Context: an optimization exercise on an open-source flow, tuned for small area. The choices shown serve that exercise and are no tape-out recipe. Function was checked by simulation only, so behaviour that the tests miss may differ from the original. Power figures rest on the tool's default switching activity, not on a simulated workload.

## flow/design.v (module list and top-level ports; edited modules follow where they fit)
// module flt_chain: 470 lines
// module flt_mac: 2652 lines
module flt_chain (
    input  wire         clk,
    input  wire         rst,
    input  wire         in_valid,
    input  wire         in_restart,    
    input  wire         in_apply,      
    input  wire         in_g,
    input  wire [19:0]  in_value,
    input  wire [1:0]   cfg_rank,
    input  wire [2:0]   cfg_k,
    input  wire [1:0]   cfg_form,
    input  wire [4:0]   cfg_ntap,
    input  wire [4:0]   cfg_ref,
    input  wire [2:0]   cfg_dec,
    input  wire [287:0] cfg_coef,      
    input  wire [1:0]   cfg_dir,
    input  wire [19:0]  cfg_level,
    input  wire [18:0]  cfg_hyst,
    output reg          out_valid,
    output reg          out_g,
    output reg  [19:0]  out_value,
    output reg          out_blank,
    output reg          ev_valid,
    output reg          ev_falling,
    output reg  [31:0]  event_count,
    output reg  [31:0]  clip_count,
    output reg          sticky_clip,
    output reg          sticky_badset
);
  // ...
==> flow/run.sh <==
#!/bin/bash
# synth_recipe.tcl (not shown) runs the flow's synth.tcl, then flattens the netlist and writes it again
# the make line also repeats each setting of config.mk as NAME=value (left out here)
make -C /OpenROAD-flow-scripts/flow DESIGN_CONFIG=/design/flow/config.mk WORK_HOME=/design/flow/orfs CLKGATE_MAP_FILE= SYNTH_SCRIPT=/design/flow/synth_recipe.tcl finish
==> flow/config.mk <==
export PLATFORM = sky130hd
export DESIGN_NAME = flt_chain
export DESIGN_NICKNAME = flt_chain
export VERILOG_FILES = /design/flow/design.v
export SDC_FILE = /design/flow/constraint.sdc
export NUM_CORES = 4
export LEC_CHECK = 0
export ABC_AREA = 1
export CAP_MARGIN = 15
export CORE_MARGIN = 2
export CORE_UTILIZATION = 50
export CTS_BUF_LIST = sky130_fd_sc_hd__clkbuf_4 sky130_fd_sc_hd__clkbuf_8
export SLEW_MARGIN = 15
==> flow/constraint.sdc <==
create_clock -name core_clock -period 25.0 [get_ports {clk}]
set_input_delay 5.0000 -clock core_clock [delete_from_list [all_inputs] [get_ports {clk}]]
set_output_delay 5.0000 -clock core_clock [all_outputs]
set_load 0.01 [all_outputs]
==> results.sh, run 1 <==
export IMPL_cp_arrival_ns=25.20
export IMPL_nNetsFinal=11699
export IMPL_taps=2480
export IMPL_hpwlAfterDp_mm=329
export IMPL_report_final_setup_viol=0
export IMPL_largest_class="multi-input combinational cells"
export IMPL_multi_input_cells=6752
export IMPL_report_power_total_w=0.00922
export IMPL_grt_pass1_wl_mm=608
export IMPL_use_met2_pct=66.9
export IMPL_place_congestion=1.12
export IMPL_rrSetupSlack_ns=0.71
export IMPL_min_from="s_level[16]$_DFFE_PP_"
export IMPL_cap_violations=0
export IMPL_p_per_area_nw_per_um2=86.2
export IMPL_rr_worst_depth=66
export IMPL_dieArea_um2=190000
export IMPL_grt_use_met1_pct=53.5
export IMPL_cp_slowest_cell="fa_1"
export IMPL_syn_cell_area_um2=93300
export IMPL_r2r_end="acc[42]$_DFF_P_"
export IMPL_worst_path_buf_inv=5
export IMPL_synth_compound_area_share_pct=14.3
export IMPL_status="finished clean"
export IMPL_pre_cts_slack_ns=0.928
==> module flt_chain, before the edit <==
module flt_chain (
    input  wire         clk,
    input  wire         rst,
    input  wire         in_valid,
    input  wire         in_restart,    
    input  wire         in_apply,      
    input  wire         in_g,
    input  wire [19:0]  in_value,
    input  wire [1:0]   cfg_rank,
    input  wire [2:0]   cfg_k,
    input  wire [1:0]   cfg_form,
    input  wire [4:0]   cfg_ntap,
    input  wire [4:0]   cfg_ref,
    input  wire [2:0]   cfg_dec,
    input  wire [287:0] cfg_coef,      
    input  wire [1:0]   cfg_dir,
    input  wire [19:0]  cfg_level,
    input  wire [18:0]  cfg_hyst,
    output reg          out_valid,
    output reg          out_g,
    output reg  [19:0]  out_value,
    output reg          out_blank,
    output reg          ev_valid,
    output reg          ev_falling,
    output reg  [31:0]  event_count,
    output reg  [31:0]  clip_count,
    output reg          sticky_clip,
    output reg          sticky_badset
);
    localparam [19:0] SAT = 20'h7FFFF;
    function [20:0] add21;
        input [20:0] a, b;
        input        ci;
        integer i;
        reg c;
        begin
            c = ci;
            for (i = 0; i < 21; i = i + 1) begin
                add21[i] = a[i] ^ b[i] ^ c;
                c = (a[i] & b[i]) | (c & (a[i] ^ b[i]));
            end
        end
    endfunction
    function [24:0] add25;
        input [24:0] a, b;
        integer i;
        reg c;
        begin
            c = 1'b0;
            for (i = 0; i < 25; i = i + 1) begin
                add25[i] = a[i] ^ b[i] ^ c;
                c = (a[i] & b[i]) | (c & (a[i] ^ b[i]));
            end
        end
    endfunction
    function [31:0] inc32;
        input [31:0] a;
        input        ci;
        integer i;
        reg c;
        begin
            c = ci & ~(&a);
            for (i = 0; i < 32; i = i + 1) begin
                inc32[i] = a[i] ^ c;
                c = a[i] & c;
            end
        end
    endfunction
    function lts20;
        input [19:0] a, b;
        input        le;
        integer i;
        reg c;
        reg [19:0] ua, ub;
        begin
            ua = {~a[19], a[18:0]};
            ub = {~b[19], b[18:0]};
            c = ~le;
            for (i = 0; i < 20; i = i + 1)
                c = (ua[i] & ~ub[i]) | (ua[i] & c) | (~ub[i] & c);
            lts20 = ~c;
        end
    endfunction
    function lts21;
        input [20:0] a, b;
        input        le;
        integer i;
        reg c;
        reg [20:0] ua, ub;
        begin
            ua = {~a[20], a[19:0]};
            ub = {~b[20], b[19:0]};
            c = ~le;
            for (i = 0; i < 21; i = i + 1)
                c = (ua[i] & ~ub[i]) | (ua[i] & c) | (~ub[i] & c);
            lts21 = ~c;
        end
    endfunction
    reg [1:0]   s_rank;
    reg [2:0]   s_k;
    reg [1:0]   s_form;
    reg [4:0]   s_ntap;
    reg [4:0]   s_ref;
    reg [2:0]   s_dec;
    reg [1:0]   s_dir;
    reg [19:0]  s_level;
    reg [20:0]  s_thr;       
    reg [287:0] ring;        
    reg [1:0]   rho;         
    wire cfg_bad = (cfg_form == 2'b11)
                || (cfg_form == 2'b01 && (!cfg_ntap[0] || cfg_ntap < 5'd3))
                || (cfg_form == 2'b10 && (cfg_ntap == 5'd0 || cfg_ntap > 5'd16 || cfg_ref >= cfg_ntap))
                || (cfg_dec > 3'd4)
                || (cfg_rank == 2'b11 && (cfg_k < 3'd1 || cfg_k > 3'd5));
    wire take     = in_valid && !rst;
    wire apply_ok = take && in_apply && !cfg_bad;
    wire rank_chg = (cfg_rank != s_rank) || (cfg_rank == 2'b11 && cfg_k != s_k);
    reg  first;
    wire resume  = in_restart || first || (apply_ok && rank_chg);
    wire new_blk = resume || apply_ok;
    wire        thr_up = (cfg_dir == 2'b10);
    wire [20:0] thr_nx = add21({cfg_level[19], cfg_level},
                               thr_up ? {2'b00, cfg_hyst} : ~{2'b00, cfg_hyst},
                               !thr_up);
    always @(posedge clk) begin
        if (rst) begin
            s_rank  <= 2'b00;
            s_k     <= 3'b011;
            s_form  <= 2'b00;
            s_ntap  <= 5'd0;
            s_ref   <= 5'd0;
            s_dec   <= 3'd0;
            s_dir   <= 2'b00;
            sticky_badset <= 1'b0;
        end else if (take && in_apply) begin
            if (cfg_bad) begin
                sticky_badset <= 1'b1;
            end else begin
                s_rank  <= cfg_rank;
                s_k     <= cfg_k;
                s_form  <= cfg_form;
                s_ntap  <= cfg_ntap;
                s_ref   <= cfg_ref;
                s_dec   <= cfg_dec;
                s_dir   <= cfg_dir;
            end
        end
    end
    always @(posedge clk) begin
        if (apply_ok) begin
            s_level <= cfg_level;
            s_thr   <= thr_nx;
        end
    end
    always @(posedge clk) begin
        if (apply_ok)
            ring <= cfg_coef;
        else
            ring <= {ring[71:0], ring[287:72]};
    end
    always @(posedge clk) begin
        if (rst || apply_ok)
            rho <= 2'd0;
        else
            rho <= rho + 2'd1;
    end
    reg [79:0] xl;            
    reg [3:0]  xg;
    reg [5:0]  cnt_res;       
    reg [6:0]  cnt_set;       
    reg        nb_r;          
    reg  [5:0] vd;            
    wire [5:0] cres_nx = resume  ? 6'd1 : (cnt_res == 6'd63 ? cnt_res : cnt_res + 6'd1);
    wire [6:0] cset_nx = new_blk ? 7'd1 : (cnt_set == 7'd64 ? cnt_set : cnt_set + 7'd1);
    wire [1:0] e_rank = apply_ok ? cfg_rank : s_rank;
    wire [2:0] e_k    = apply_ok ? cfg_k    : s_k;
    wire [1:0] e_w    = (e_rank == 2'b00) ? 2'd0 : (e_rank == 2'b01) ? 2'd1 : 2'd2;
    wire [2:0] e_pick = (e_rank == 2'b00) ? 3'd0 : (e_rank == 2'b01) ? 3'd1 :
                        (e_rank == 2'b10) ? 3'd2 : e_k - 3'd1;
    wire [19:0] w [0:4];
    wire [4:0]  wg;
    assign w[0]  = in_value;
    assign wg[0] = in_g;
    genvar gi, gj, gr;
    generate
        for (gi = 1; gi < 5; gi = gi + 1) begin : g_win
            wire ok = !resume && (cnt_res >= gi);
            assign w[gi]  = ok ? xl[20*(gi-1) +: 20] : 20'd0;
            assign wg[gi] = ok & xg[gi-1];
        end
    endgenerate
    wire pr [0:4][0:4];
    generate
        for (gi = 0; gi < 5; gi = gi + 1) begin : g_pa
            for (gj = 0; gj < 5; gj = gj + 1) begin : g_pb
                if (gj < gi) begin : g_lt
                    assign pr[gj][gi] = lts20(w[gj], w[gi], 1'b1);
                end else if (gj > gi) begin : g_gt
                    assign pr[gj][gi] = !pr[gi][gj];
                end else begin : g_eq
                    assign pr[gj][gi] = 1'b0;
                end
            end
        end
    endgenerate
    reg [2:0]  pos5, pos3;
    reg [19:0] r_sel;
    integer a, b;
    always @(*) begin
        r_sel = 20'd0;
        for (a = 0; a < 5; a = a + 1) begin
            pos5 = 3'd0;
            pos3 = 3'd0;
            for (b = 0; b < 5; b = b + 1) begin
                pos5 = pos5 + {2'd0, pr[b][a]};
                if (b < 3)
                    pos3 = pos3 + {2'd0, pr[b][a]};
            end
            if ((e_w == 2'd0 && a == 0) ||
                (e_w == 2'd1 && a < 3 && pos3 == 3'd1) ||
                (e_w == 2'd2 && pos5 == e_pick))
                r_sel = r_sel | w[a];
        end
    end
    wire [5:0] vd_nx = (cres_nx > {4'd0, e_w}) ? cres_nx - {4'd0, e_w} : 6'd0;
    wire r_g    = (e_w == 2'd0) ? wg[0] : (e_w == 2'd1) ? |wg[2:0] : |wg;
    wire r_zero = (cres_nx <= {4'd0, e_w});
    wire r_sat  = (r_sel == SAT) && !r_zero;
    wire r_gv   = r_g && !r_zero;
    reg [619:0] L;
    wire [619:0] Lt = ~L;
    reg [4:0]   sat_age;      
    reg [4:0]   g_age;        
    always @(posedge clk) begin
        if (rst) begin
            first <= 1'b1;
        end else if (take) begin
            first   <= 1'b0;
            cnt_res <= cres_nx;
            cnt_set <= cset_nx;
            nb_r    <= new_blk;
            vd      <= vd_nx;
            xl      <= {xl[59:0], in_value};
            xg      <= {xg[2:0], in_g};
            L       <= {L[599:0], ~r_sel};
            sat_age <= r_sat ? 5'd0 : (resume || sat_age == 5'd31) ? 5'd31 : sat_age + 5'd1;
            g_age   <= r_gv  ? 5'd0 : (resume || g_age == 5'd31)   ? 5'd31 : g_age + 5'd1;
        end
    end
    reg [4:0] ph;             
    always @(posedge clk) begin
        if (rst)
            ph <= 5'd0;
        else
            ph <= {ph[3:0], take};
    end
    wire       f_sym = (s_form == 2'b01);
    wire       f_arb = (s_form == 2'b10);
    wire       f_00  = (s_form == 2'b00);
    wire [1:0] w_rank = (s_rank == 2'b00) ? 2'd0 : (s_rank == 2'b01) ? 2'd1 : 2'd2;
    wire [3:0] cen   = s_ntap[4:1];             
    wire [4:0] d_fir = f_sym ? {1'b0, cen} : f_arb ? s_ref : 5'd0;
    wire [4:0] d_rf  = {3'd0, w_rank} + d_fir;
    wire [30:0] pv;
    generate
        for (gi = 0; gi < 31; gi = gi + 1) begin : g_pv
            assign pv[gi] = (vd > gi);
        end
    endgenerate
    wire [3:0] rho_is = 4'b0001 << rho;
    wire [15:0] cen_is = 16'd1 << cen;
    wire [20:0] xs [0:3];
    wire [17:0] hs [0:3];
    generate
        for (gi = 0; gi < 4; gi = gi + 1) begin : g_slot
            wire [3:0]  ta  = {rho, gi[1:0]};
            wire [19:0] fwd = (rho == 2'd0) ? Lt[20*gi      +: 20] :
                              (rho == 2'd1) ? Lt[20*(gi+4)  +: 20] :
                              (rho == 2'd2) ? Lt[20*(gi+8)  +: 20] :
                                              Lt[20*(gi+12) +: 20];
            wire [30:0] msel;
            for (gj = 0; gj < 31; gj = gj + 1) begin : g_m
                wire [3:0] t;
                for (gr = 0; gr < 4; gr = gr + 1) begin : g_r
                    if (((gj + 4*gr + gi) % 2 == 0) && (gj > 4*gr + gi) &&
                        ((gj + 4*gr + gi) / 2 <= 15)) begin : g_on
                        assign t[gr] = rho_is[gr] & cen_is[(gj + 4*gr + gi) / 2];
                    end else begin : g_off
                        assign t[gr] = 1'b0;
                    end
                end
                assign msel[gj] = f_sym & pv[gj] & (|t);
            end
            reg [19:0] mate;
            integer p;
            always @(*) begin
                mate = 20'd0;
                for (p = 0; p < 31; p = p + 1)
                    mate = mate | ({20{msel[p]}} & Lt[20*p +: 20]);
            end
            assign xs[gi] = add21({fwd[19], fwd}, {mate[19], mate}, 1'b0);
            wire act = pv[ta] & ((f_sym & (ta <= cen)) | (f_arb & (ta < s_ntap)));
            wire one = f_00 & (gi == 0) & (rho == 2'd0);
            assign hs[gi] = f_00 ? {1'b0, one, 16'd0} :
                            (act ? ring[18*gi +: 18] : 18'd0);
        end
    endgenerate
    reg  [42:0] acc;
    wire [42:0] mac_sum;
    flt_mac u_mac (
        .x0(xs[0]), .h0(hs[0]),
        .x1(xs[1]), .h1(hs[1]),
        .x2(xs[2]), .h2(hs[2]),
        .x3(xs[3]), .h3(hs[3]),
        .start(ph[0]),        
        .acc_in(acc),
        .sum(mac_sum)
    );
    always @(posedge clk)
        acc <= mac_sum;
    reg        q_made, q_enter, q_done, q_nb, q_sat, q_g;
    reg [2:0]  q_dec;
    reg [1:0]  q_dir;
    reg [19:0] q_level;
    reg [20:0] q_thr;
    always @(posedge clk) begin
        q_made  <= ({1'b0, cnt_res} > {2'd0, d_rf});
        q_enter <= (cnt_set > {2'd0, d_rf});
        q_done  <= cnt_set[6];
        q_nb    <= nb_r;
        q_sat   <= f_00 ? (sat_age == 5'd0) : (sat_age < s_ntap);
        q_g     <= f_00 ? (g_age == 5'd0)   : (g_age < s_ntap);
        q_dec   <= s_dec;
        q_dir   <= s_dir;
        q_level <= s_level;
        q_thr   <= s_thr;
    end
    wire        tie16 = (acc[15:0] == 16'd0);
    wire [26:0] yq    = {acc[42:17], acc[16] & !tie16};
    wire        clip_hi = !yq[26] && ((yq[25:19] != 7'd0) || (&yq[18:0]));
    wire        clip_lo =  yq[26] && (yq[25:19] != 7'h7F);
    wire        y_clip  = !q_sat && (clip_hi || clip_lo);
    wire [19:0] y_val   = q_sat ? SAT : clip_hi ? 20'h7FFFE : clip_lo ? 20'h80000 : yq[19:0];
    reg  [3:0]  blk_n;
    reg  [24:0] blk_sum;      
    reg         blk_sat, blk_g;
    reg         det_on, det_st;
    wire [3:0]  rm1    = (4'd1 << q_dec) - 4'd1;
    wire [24:0] bias_r = (q_dec == 3'd0) ? 25'd0 : (25'd1 << (q_dec - 3'd1));
    wire [3:0]  b_n   = q_nb ? 4'd0   : blk_n;
    wire [24:0] b_sum = q_nb ? bias_r : blk_sum;
    wire        b_sat = q_nb ? 1'b0   : blk_sat;
    wire        b_g   = q_nb ? 1'b0   : blk_g;
    wire        d_on  = q_nb ? 1'b0   : det_on;
    wire [24:0] sum_all = add25(b_sum, {{5{y_val[19]}}, y_val});
    wire        sat_all = b_sat || q_sat;
    wire        g_all   = b_g || q_g;
    wire        blk_end = q_enter && (b_n == rm1);
    reg  [19:0] q;
    reg         rtie;
    always @(*) begin
        case (q_dec)
            3'd1:    begin q = sum_all[20:1]; rtie = (sum_all[0:0] == 1'd0); end
            3'd2:    begin q = sum_all[21:2]; rtie = (sum_all[1:0] == 2'd0); end
            3'd3:    begin q = sum_all[22:3]; rtie = (sum_all[2:0] == 3'd0); end
            3'd4:    begin q = sum_all[23:4]; rtie = (sum_all[3:0] == 4'd0); end
            default: begin q = sum_all[19:0]; rtie = 1'b0; end
        endcase
    end
    wire [19:0] d_val = sat_all ? SAT : {q[19:1], q[0] & !rtie};
    wire lvl_le = (q_dir == 2'b10);
    wire cmp_l  = !sat_all && lts20(d_val, q_level, lvl_le);
    wire cmp_t  = !sat_all && lts21({d_val[19], d_val}, q_thr, !lvl_le);
    reg det_nx, ev, ev_fall;
    always @(*) begin
        det_nx  = det_st;
        ev      = 1'b0;
        ev_fall = 1'b0;
        case (q_dir)
            2'b01: begin
                if (!d_on)
                    det_nx = cmp_l;
                else if (det_st && !cmp_l) begin
                    det_nx = 1'b0;
                    ev     = 1'b1;
                end else if (!det_st && cmp_t)
                    det_nx = 1'b1;
            end
            2'b10: begin
                if (!d_on)
                    det_nx = !cmp_l;
                else if (det_st && cmp_l) begin
                    det_nx  = 1'b0;
                    ev      = 1'b1;
                    ev_fall = 1'b1;
                end else if (!det_st && !cmp_t)
                    det_nx = 1'b1;
            end
            2'b11: begin
                if (!d_on)
                    det_nx = !cmp_l;
                else if (!det_st && !cmp_l) begin
                    det_nx = 1'b1;
                    ev     = 1'b1;
                end else if (det_st && cmp_t) begin
                    det_nx  = 1'b0;
                    ev      = 1'b1;
                    ev_fall = 1'b1;
                end
            end
            default: begin
                if (!d_on)
                    det_nx = 1'b0;
            end
        endcase
    end
    wire judge   = d_on || q_done;
    wire ev_fire = blk_end && d_on && ev;
    wire fin     = ph[4];
    always @(posedge clk) begin
        if (fin) begin
            blk_n   <= b_n;
            blk_sum <= b_sum;
            blk_sat <= b_sat;
            blk_g   <= b_g;
            det_on  <= d_on;
            if (q_enter) begin
                if (blk_end) begin
                    blk_n   <= 4'd0;
                    blk_sum <= bias_r;
                    blk_sat <= 1'b0;
                    blk_g   <= 1'b0;
                    if (judge) begin
                        det_on <= 1'b1;
                        det_st <= det_nx;
                    end
                end else begin
                    blk_n   <= b_n + 4'd1;
                    blk_sum <= sum_all;
                    blk_sat <= sat_all;
                    blk_g   <= g_all;
                end
            end
        end
    end
    always @(posedge clk) begin
        if (fin && q_enter && blk_end) begin
            out_g      <= g_all;
            out_value  <= d_val;
            out_blank  <= !judge;
            ev_falling <= ev_fall;
        end
    end
    always @(posedge clk) begin
        if (rst) begin
            out_valid   <= 1'b0;
            ev_valid    <= 1'b0;
            event_count <= 32'd0;
            clip_count  <= 32'd0;
            sticky_clip <= 1'b0;
        end else begin
            out_valid   <= fin && q_enter && blk_end;
            ev_valid    <= fin && q_enter && ev_fire;
            event_count <= inc32(event_count, fin && q_enter && ev_fire);
            clip_count  <= inc32(clip_count, fin && q_made && y_clip);
            if (fin && q_made && y_clip)
                sticky_clip <= 1'b1;
        end
    end
endmodule
==> run 2, diff against run 1 <==
--- a/flow/design.v
+++ b/flow/design.v
@@ -446,8 +446,6 @@
     always @(posedge clk) begin
-        if (fin && q_enter && blk_end) begin
-            out_g      <= g_all;
-            out_value  <= d_val;
-            out_blank  <= !judge;
-            ev_falling <= ev_fall;
-        end
+        out_g      <= g_all;
+        out_value  <= d_val;
+        out_blank  <= !judge;
+        ev_falling <= ev_fall;
     end
==> flow/flow/run.sh (new file) <==
#!/bin/bash
# The standard layout (standard.sh: ORFS synthesis to final layout) with the
# port buffers that global placement adds made of the smallest buffer cell
# instead of the cell buffer_ports picks by itself.  make's full output goes
# to flow_make.log here; ORFS keeps each step's log under orfs/logs/.
set -euo pipefail
export BUFFER_PORTS_ARGS="-buffer_cell sky130_fd_sc_hd__buf_1"
bash standard.sh finish > flow_make.log 2>&1
==> flow/standard.sh (new file) <==
#!/bin/bash
# synth_recipe.tcl (not shown) runs the flow's synth.tcl, then flattens the netlist and writes it again
# the make line also repeats each setting of config.mk as NAME=value (left out here)
make -C /OpenROAD-flow-scripts/flow DESIGN_CONFIG=/design/flow/config.mk WORK_HOME=/design/flow/orfs CLKGATE_MAP_FILE= SYNTH_SCRIPT=/design/flow/synth_recipe.tcl "${@:-finish}"
--- a/flow/config.mk
+++ b/flow/config.mk
@@ -10,3 +10,3 @@
 export CORE_MARGIN = 2
-export CORE_UTILIZATION = 50
+export CORE_UTILIZATION = 45
 export CTS_BUF_LIST = sky130_fd_sc_hd__clkbuf_4 sky130_fd_sc_hd__clkbuf_8
removed: flow/run.sh
==> run 2 against run 1 <==
Against the previous run:
- combinational power down 7.8%
- flip-flop and latch count unchanged
- area after synthesis down 0.61%
- power down 3.5%
- first-iteration DRC count down 17%
- design area down 3.0%
- critical path type unchanged
- maximum frequency down 0.55%
- clock power about the same
- critical endpoint unchanged
==> results.sh, run 2 <==
export IMPL_status="finished clean"
export IMPL_drc=0
export IMPL_slew_headroom_pct=7.35
export IMPL_largest_reg_flops=620
export IMPL_via_count=79970
export IMPL_cp_slowest_cell="fa_1"
export IMPL_grt_max_degree=184
export IMPL_final_common_cell="nand2_1"
export IMPL_rsz0062_at_grt="false"
export IMPL_netlist_top_cells_area="edfxtp_1, fa_1, dfxtp_1"
export IMPL_yosysTopAreaCell="edfxtp_1"
export IMPL_drt_initial_drc_count=10544
export IMPL_avgRoutedWirePerCell_um=31.0
export IMPL_ctsHoldBuffers=0
export IMPL_cts_buffers=226
export IMPL_p_per_area_nw_per_um2=85.8
export IMPL_worstSetupStartpointType="flip-flop"
export IMPL_hold_class="flip-flop to flip-flop"
export IMPL_largest_register="L"
export IMPL_avgSynthCellArea_um2=9.49
export IMPL_report_final_setup_viol=0
export IMPL_htree_levels=4
export IMPL_nNetsFinal=11678
export IMPL_port_buffers=465
export IMPL_report_power_total_w=0.00890
export IMPL_antenna_found_initial=21
export IMPL_cp_common_cell="fa_1"
export IMPL_critPathCaptureType="flip-flop"
export IMPL_wl_mm=407
export IMPL_syn_cell_area_um2=92700
export IMPL_yosysTopAreaCellShare_pct=26.1
export IMPL_drive_above_1_share_pct=8.59
export IMPL_most_common_layout_cells="nand2_1, o22ai_1, inv_1"
export IMPL_crit_required_ns=25.96
export IMPL_cp_arrival_ns=25.39
export IMPL_synth_seq_area_share_pct=37.0
export IMPL_fin_setup_tns_ns=0
export IMPL_start_util_pct=45.3
export IMPL_cpPeakStageDelay_ns=0.57
export IMPL_fin_crit_ns=24.43
export IMPL_dieArea_um2=210000
export IMPL_synthArstFlopShare_pct=0
export IMPL_gr_total_overflow=0
export IMPL_fmax_ghz=0.0409
export IMPL_rr_worst_depth=71
export IMPL_synthTopCellsByCount="nand2_1, o22ai_1, inv_1, fa_1, edfxtp_1"
export IMPL_multi_input_area_um2=52600
export IMPL_place_congestion=1.06
export IMPL_cts_clk_slew_worst_paths_ns=0.07
export IMPL_vias_per_cell=6.10
export IMPL_final_hold_viol_count=0
export IMPL_io_pins=466
export IMPL_grtUsageTotal_pct=37.9
export IMPL_design_core_area_um2=205000
export IMPL_syn_nets=11243
export IMPL_critPathKind="flip-flop to flip-flop"
export IMPL_clk_latency_ns=1.13
export IMPL_cap_violations=0
export IMPL_antenna_left=0
export IMPL_clk_path_buf_depth=3
export IMPL_hold_path_cell_count=0
export IMPL_irDropWorstVdd_mv=0.137
export IMPL_layout_area_seq_um2=34300
export IMPL_numClockSinks=1311
export IMPL_hpwlAfterDp_mm=312
export IMPL_tightest_slew_ns=1.38
export IMPL_slew_viol_final=0
export IMPL_grt_pass1_vias=77787
export IMPL_num_rows=166
export IMPL_fin_worst_skew_ns=0.146
export IMPL_synth_edf_count=807
export IMPL_die_h_um=458
export IMPL_cts_tree="built"
export IMPL_worst_path_max_fanout=9
export IMPL_synthCells=9772
export IMPL_cts_root_buffer="clkbuf_8"
export IMPL_period_share_pct=97.7
export IMPL_synthDistinctLibCells=62
export IMPL_yosysMostFrequentCell="nand2_1"
export IMPL_top_regs="L x620, ring x288, xl x80"
export IMPL_ys_warn_count=1
export IMPL_p_leak_nw=37.8
export IMPL_syn2layout_area_growth_pct=11.9
export IMPL_ys_ff_latch=1311
export IMPL_synth_flop_cell="edfxtp_1"
export IMPL_grt_pass1_wl_mm=572
export IMPL_drtPass1Iterations=8
export IMPL_n_fill_cell=19106
export IMPL_die_w_um=458
run 2: cell count changes after synthesis, moves of 26 or more:
cell / change
inv_1: -133
nor2_1: +114
buf_2: -45
clkbuf_1: +39
o22ai_1: -27
nand3_1: +26
run 2: final cells by class:
cell class	instances	share of cell area [%]
timing repair buffer	850	4.51
clock buffer	320	3.81
multi-input combinational	6840	50.7
clock inverter	96	1.06
inverter	978	3.56
antenna	23	0.0555
tap	2688	3.24
sequential	1311	33.1
run 2: report_power, final:
part	switching, W	internal (W)
registers	0.000162	0.00262
clock network	0.00101	0.00119
logic	0.00245	0.00147
total	0.00362	0.00528
run 2: per-layer routing:
metal	vias to the layer above	routed length (µm)	share of wire, %	GRT usage (%)
met4	6	24700	6.1	19.9
met1	39663	156000	38	49.0
met5	-	128	0.031	0.344
met3	1057	47900	12	11.7
met2	5144	178000	44	57.1
li1	34100	-	-	-
run 2: cells by family (layout without fill, tap and decap cells):
kind of cell	count (synthesis)	in the layout	synth area share (%)
adder cells (fa/ha/maj)	1098	1098	22.3
flip-flops	1311	1311	37.0
AO/OA/AOI/OAI	2089	2089	14.0
buffers and inverters	1621	2244	6.59
AND/OR/NAND/NOR	2813	2813	12.1
multiplexers	3	3	0.0324
other	0	23	0
XOR/XNOR	837	837	7.91
run 2: repair_timing:
item                       in CTS  in global routing
setup endpoints to repair       0                  3
buffers inserted                0                  5
gates resized for setup         0                 10
run 2: critical path: cells and delay by family (launching register included):
| family | cells | cell delay, ns |
|---|---|---|
| flops | 1 | 0.42 |
| buf+inv | 8 | 0.88 |
| fa+ha+maj | 50 | 21.05 |
| simple gates | 7 | 1.08 |
| compound gates | 4 | 0.65 |
| xor+xnor | 2 | 0.24 |
run 2: through the flow:
step | instance area (µm²) | hold WS, ns | utilization, % | cells | setup slack [ns]
2_1_floorplan | 92700 | 0.323 | - | 9772 | 1.91
3_3_place_gp | 98500 | 0.323 | 48.1 | 12658 | 0.679
3_5_place_dp | 98600 | 0.327 | 48.1 | 12661 | 0.614
4_1_cts | 104000 | 0.312 | 50.6 | 13077 | 0.605
5_1_grt | 104000 | 0.322 | 50.7 | 13098 | 0.0387
6_report | 104000 | 0.316 | 50.7 | 13106 | 0.572
run 2: final timing paths:
| kind | startpoint | endpoint | slack [ns] |
|---|---|---|---|
| max | s_ntap[2]$_SDFFE_PP0P_ | acc[42]$_DFF_P_ | 0.57 |
| min | s_thr[0]$_DFFE_PP_ | q_thr[0]$_DFF_P_ | 0.32 |
| max reg2reg | s_ntap[2]$_SDFFE_PP0P_ | acc[42]$_DFF_P_ | 0.57 |
| min reg2reg | s_thr[0]$_DFFE_PP_ | q_thr[0]$_DFF_P_ | 0.32 |
==> run 3, diff against run 2 <==
==> flow/flow/run.sh (replaced) <==
#!/bin/bash
# The standard layout (standard.sh), with two changes:
#  - synthesis is synth_recipe.tcl run through flow/synth_wrap.tcl, which only
#    swaps the ABC mapping script for flow/abc_area2.script;
#  - the port buffers that global placement adds use the smallest buffer
#    cell instead of the cell buffer_ports picks by itself.
# make's full output goes to flow_make.log here; ORFS keeps each step's log
# under orfs/logs/.
set -euo pipefail
export FLOW_WORK="$PWD"
export BUFFER_PORTS_ARGS="-buffer_cell sky130_fd_sc_hd__buf_1"
sed "s#SYNTH_SCRIPT=[^ ]*#SYNTH_SCRIPT=$PWD/flow/synth_wrap.tcl#" standard.sh > my_standard.sh
grep -q "SYNTH_SCRIPT=$PWD/flow/synth_wrap.tcl" my_standard.sh
bash my_standard.sh finish > flow_make.log 2>&1
==> flow/flow/abc_area2.script (new file) <==
strash
dc2
dch -f
amap
strash
dch -f
amap
topo
stime -c
buffer -c
upsize -c
dnsize -c
==> flow/flow/synth_wrap.tcl (new file) <==
# The standard synthesis (synth_recipe.tcl) with one change: the ABC
# technology mapping runs flow/abc_area2.script, an area-oriented script
# (two rounds of dc2/dch/amap, then buffering and sizing), in place of the
# script ORFS picks.  Registers are mapped before ABC runs and are the same.
proc abc {args} {
  set i [lsearch $args -script]
  if {$i >= 0} {
    set args [lreplace $args $i [expr {$i + 1}] -script $::env(FLOW_WORK)/flow/abc_area2.script]
  }
  yosys abc {*}$args
}
source $::env(FLOW_WORK)/synth_recipe.tcl
==> run 3 against run 2 <==
Against the previous run:
- combinational power down 6.1%
- non-clock buffer count fell by 9
- sequential share of layout area up 0.49 points
- die area is 1.5% lower
- register-to-register slack lost 0.02 ns
- via count up 3.3%
==> results.sh, run 3 <==
export IMPL_synthTopCellsByCount="o22ai_1, nor2_1, fa_1, nand2_1, edfxtp_1"
export IMPL_avgSynthCellArea_um2=9.64
export IMPL_largest_register="L"
export IMPL_final_hold_viol_count=0
export IMPL_critPathKind="flip-flop to flip-flop"
export IMPL_ys_ff_latch=1311
export IMPL_netlist_top_cells_area="edfxtp_1, fa_1, dfxtp_1"
export IMPL_fin_crit_ns=24.45
export IMPL_cp_common_cell="fa_1"
export IMPL_report_final_setup_viol=0
export IMPL_rr_startpoint="vd[4]$_SDFFCE_PN0P_"
export IMPL_yosysTopAreaCellShare_pct=26.5
export IMPL_hold_path_cell_count=0
export IMPL_port_buffers=465
export IMPL_cts_buffers=219
export IMPL_drtPass1Iterations=12
export IMPL_p_leak_nw=33.1
export IMPL_grt_max_degree=206
export IMPL_syn2layout_area_growth_pct=12.0
export IMPL_drive_above_1_share_pct=10.1
export IMPL_gr_total_overflow=0
export IMPL_synth_seq_area_share_pct=37.6
export IMPL_worst_path_max_fanout=5
export IMPL_wl_mm=408
export IMPL_critPathTopFamily="adder cells"
export IMPL_tightest_slew_ns=1.34
export IMPL_syn_nets=10948
export IMPL_antenna_left=0
export IMPL_cp_arrival_ns=25.35
export IMPL_slew_viol_final=0
export IMPL_final_common_cell="o22ai_1"
export IMPL_grt_pass1_wl_mm=577
export IMPL_design_core_area_um2=202000
export IMPL_synthArstFlopShare_pct=0
export IMPL_via_count=82602
export IMPL_fin_worst_skew_ns=0.0834
export IMPL_numClockSinks=1311
export IMPL_clk_path_buf_depth=3
export IMPL_drt_initial_drc_count=12519
export IMPL_synth_edf_count=807
export IMPL_io_pins=466
export IMPL_grtUsageTotal_pct=38.8
export IMPL_avgRoutedWirePerCell_um=32.3
export IMPL_rr_worst_depth=70
export IMPL_r2r_end="acc[42]$_DFF_P_"
export IMPL_period_share_pct=97.8
export IMPL_drc=0
export IMPL_cpPeakStageDelay_ns=0.60
export IMPL_min_from="s_level[0]$_DFFE_PP_"
export IMPL_cts_clk_slew_worst_paths_ns=0.07
export IMPL_synthCells=9477
export IMPL_worstSetupStartpointType="flip-flop"
export IMPL_hpwlAfterDp_mm=304
export IMPL_top_regs="L x620, ring x288, xl x80"
export IMPL_yosysTopAreaCell="edfxtp_1"
export IMPL_rrSetupSlack_ns=0.55
export IMPL_die_h_um=454
export IMPL_cp_slowest_cell="fa_1"
export IMPL_grt_pass1_vias=78689
export IMPL_pre_cts_slack_ns=0.359
export IMPL_synthDistinctLibCells=84
export IMPL_hold_end="q_level[0]$_DFF_P_"
export IMPL_num_rows=165
export IMPL_slew_headroom_pct=9.89
export IMPL_largest_reg_flops=620
export IMPL_vias_per_cell=6.54
export IMPL_most_common_layout_cells="o22ai_1, nor2_1, fa_1"
export IMPL_crit_required_ns=25.90
export IMPL_syn_cell_area_um2=91300
export IMPL_nNetsFinal=11227
export IMPL_n_fill_cell=18548
export IMPL_yosysMostFrequentCell="o22ai_1"
export IMPL_setup_slack_ns=0.551
export IMPL_die_w_um=454
export IMPL_irDropWorstVdd_mv=0.0937
export IMPL_clk_latency_ns=1.03
export IMPL_hold_class="flip-flop to flip-flop"
export IMPL_final_util_pct=50.7
export IMPL_cts_root_buffer="clkbuf_8"
export IMPL_fmax_ghz=0.0409
export IMPL_cap_violations=0
export IMPL_dieArea_um2=207000
export IMPL_cts_tree="built"
export IMPL_worst_path_buf_inv=7
export IMPL_htree_levels=4
export IMPL_status="finished clean"
export IMPL_antenna_found_initial=21
export IMPL_critPathCaptureType="flip-flop"
export IMPL_p_per_area_nw_per_um2=85.4
export IMPL_start_util_pct=45.2
export IMPL_place_congestion=1.09
export IMPL_synth_flop_cell="edfxtp_1"
export IMPL_ys_warn_count=1
## run 3: changes by cell type in the layout (fill, tap and decap cells not counted), sizes merged, moves of 86 or more
cell / delta
nor2: +340
nand2: -838
o21ai: +385
a21oi: +197
nor2b: +135
inv: -391
o21a: +86
xor2: -752
o22a: +339
## run 3: what timing repair did
action                                  4_1_cts  5_1_grt
endpoints found under the setup margin        0        3
gates resized for setup                       0       31
buffers inserted                              0        1
hold buffers                                  0        0
## run 3: cells by family (layout without fill, tap and decap cells)
logic type / count (synthesis) / count (layout) / share of synthesized area (%)
fa+ha+maj: 1096 / 1096 / 22.7
simple gates: 2571 / 2571 / 12.1
xor+xnor: 1 / 1 / 0.00959
other cells: 0 / 11 / 0
buf+inv: 1360 / 1826 / 5.62
flops: 1311 / 1311 / 37.6
compound gates: 3138 / 3138 / 22.0
## run 3: per-stage QoR
stage | power [W] | hold WS (ns) | TNS [ns] | std cells | cell area [µm²]
after floorplan | 0.00524 | 0.323 | 0 | 9477 | 91300
after global placement | 0.00645 | 0.324 | 0 | 12204 | 97000
after detailed placement | 0.00650 | 0.327 | 0 | 12204 | 97000
after CTS | 0.00873 | 0.340 | 0 | 12612 | 102000
after global routing | 0.00934 | 0.347 | -0.00200 | 12615 | 102000
final | 0.00874 | 0.337 | 0 | 12626 | 102000
## run 3: worst max path at each step
stage / start / end / slack (ns) / cells after the start
2_1_floorplan: vd[3]$_SDFFCE_PN0P_ / acc[42]$_DFF_P_ / 1.27 / 77
3_3_place_gp: vd[4]$_SDFFCE_PN0P_ / acc[42]$_DFF_P_ / 0.38 / 69
3_5_place_dp: vd[4]$_SDFFCE_PN0P_ / acc[42]$_DFF_P_ / 0.36 / 68
4_1_cts: vd[4]$_SDFFCE_PN0P_ / acc[42]$_DFF_P_ / 0.23 / 68
5_1_grt: vd[4]$_SDFFCE_PN0P_ / acc[42]$_DFF_P_ / -0.002 / 68
6_report: vd[4]$_SDFFCE_PN0P_ / acc[42]$_DFF_P_ / 0.55 / 70
## run 3: report_power, final
group / internal, W / switching [W] / total [W]
registers: 0.00263 / 0.000217 / 0.00285
clock network: 0.00126 / 0.000958 / 0.00222
logic: 0.00146 / 0.00221 / 0.00367
## run 3: final cells by class
cell class | count | area [µm²] | area share [%]
multi-input cells | 6806 | 52700 | 51.5
flip-flops and latches | 1311 | 34300 | 33.6
repair buffers | 841 | 4610 | 4.51
clock buffers | 318 | 3940 | 3.85
clock inverters | 90 | 1140 | 1.11
diodes | 11 | 27.5 | 0.0269
well taps | 2672 | 3340 | 3.27
inverters | 577 | 2190 | 2.14
## run 3: layer usage
metal  wire length, µm  GRT usage (%)  part of all wire [%]  vias up
met5               167          0.187                 0.041        -
met4             32700           24.1                   8.0       16
met3             53100           12.4                    13     1459
met2            168000           55.2                    41     6303
met1            154000           51.1                    38    39972
li1                  -              -                     -    34852

==> separate check: timing with driven ports <==
How much do the figures lean on ideal ports? The routed layouts below were timed once more, with nothing changed but the port constraints.
Step 1 sets driving cells, clkbuf_16 on the clock port and buf_2 on the other inputs (assumed; they add their load-dependent delay and slew).
Step 2 moves the port delays by t, midway between the first and last clock arrival at a register: inputs arrive t later, outputs are due t later. That takes back most of the time a late clock gives input paths.
a / b / c = no drivers / after step 1 / after step 2; a / b = the first two.
| run | shift t [ns] | setup slack, ns | worst setup path at the end |
|---|---|---|---|
| run 1 | 1.131 | 0.706 / 0.706 / 0.706 | register to register |
| run 2 | 1.143 | 0.572 / 0.572 / 0.572 | register to register |
| run 3 | 1.069 | 0.551 / 0.551 / 0.551 | register to register |
After both steps setup and hold are still met in every run listed.
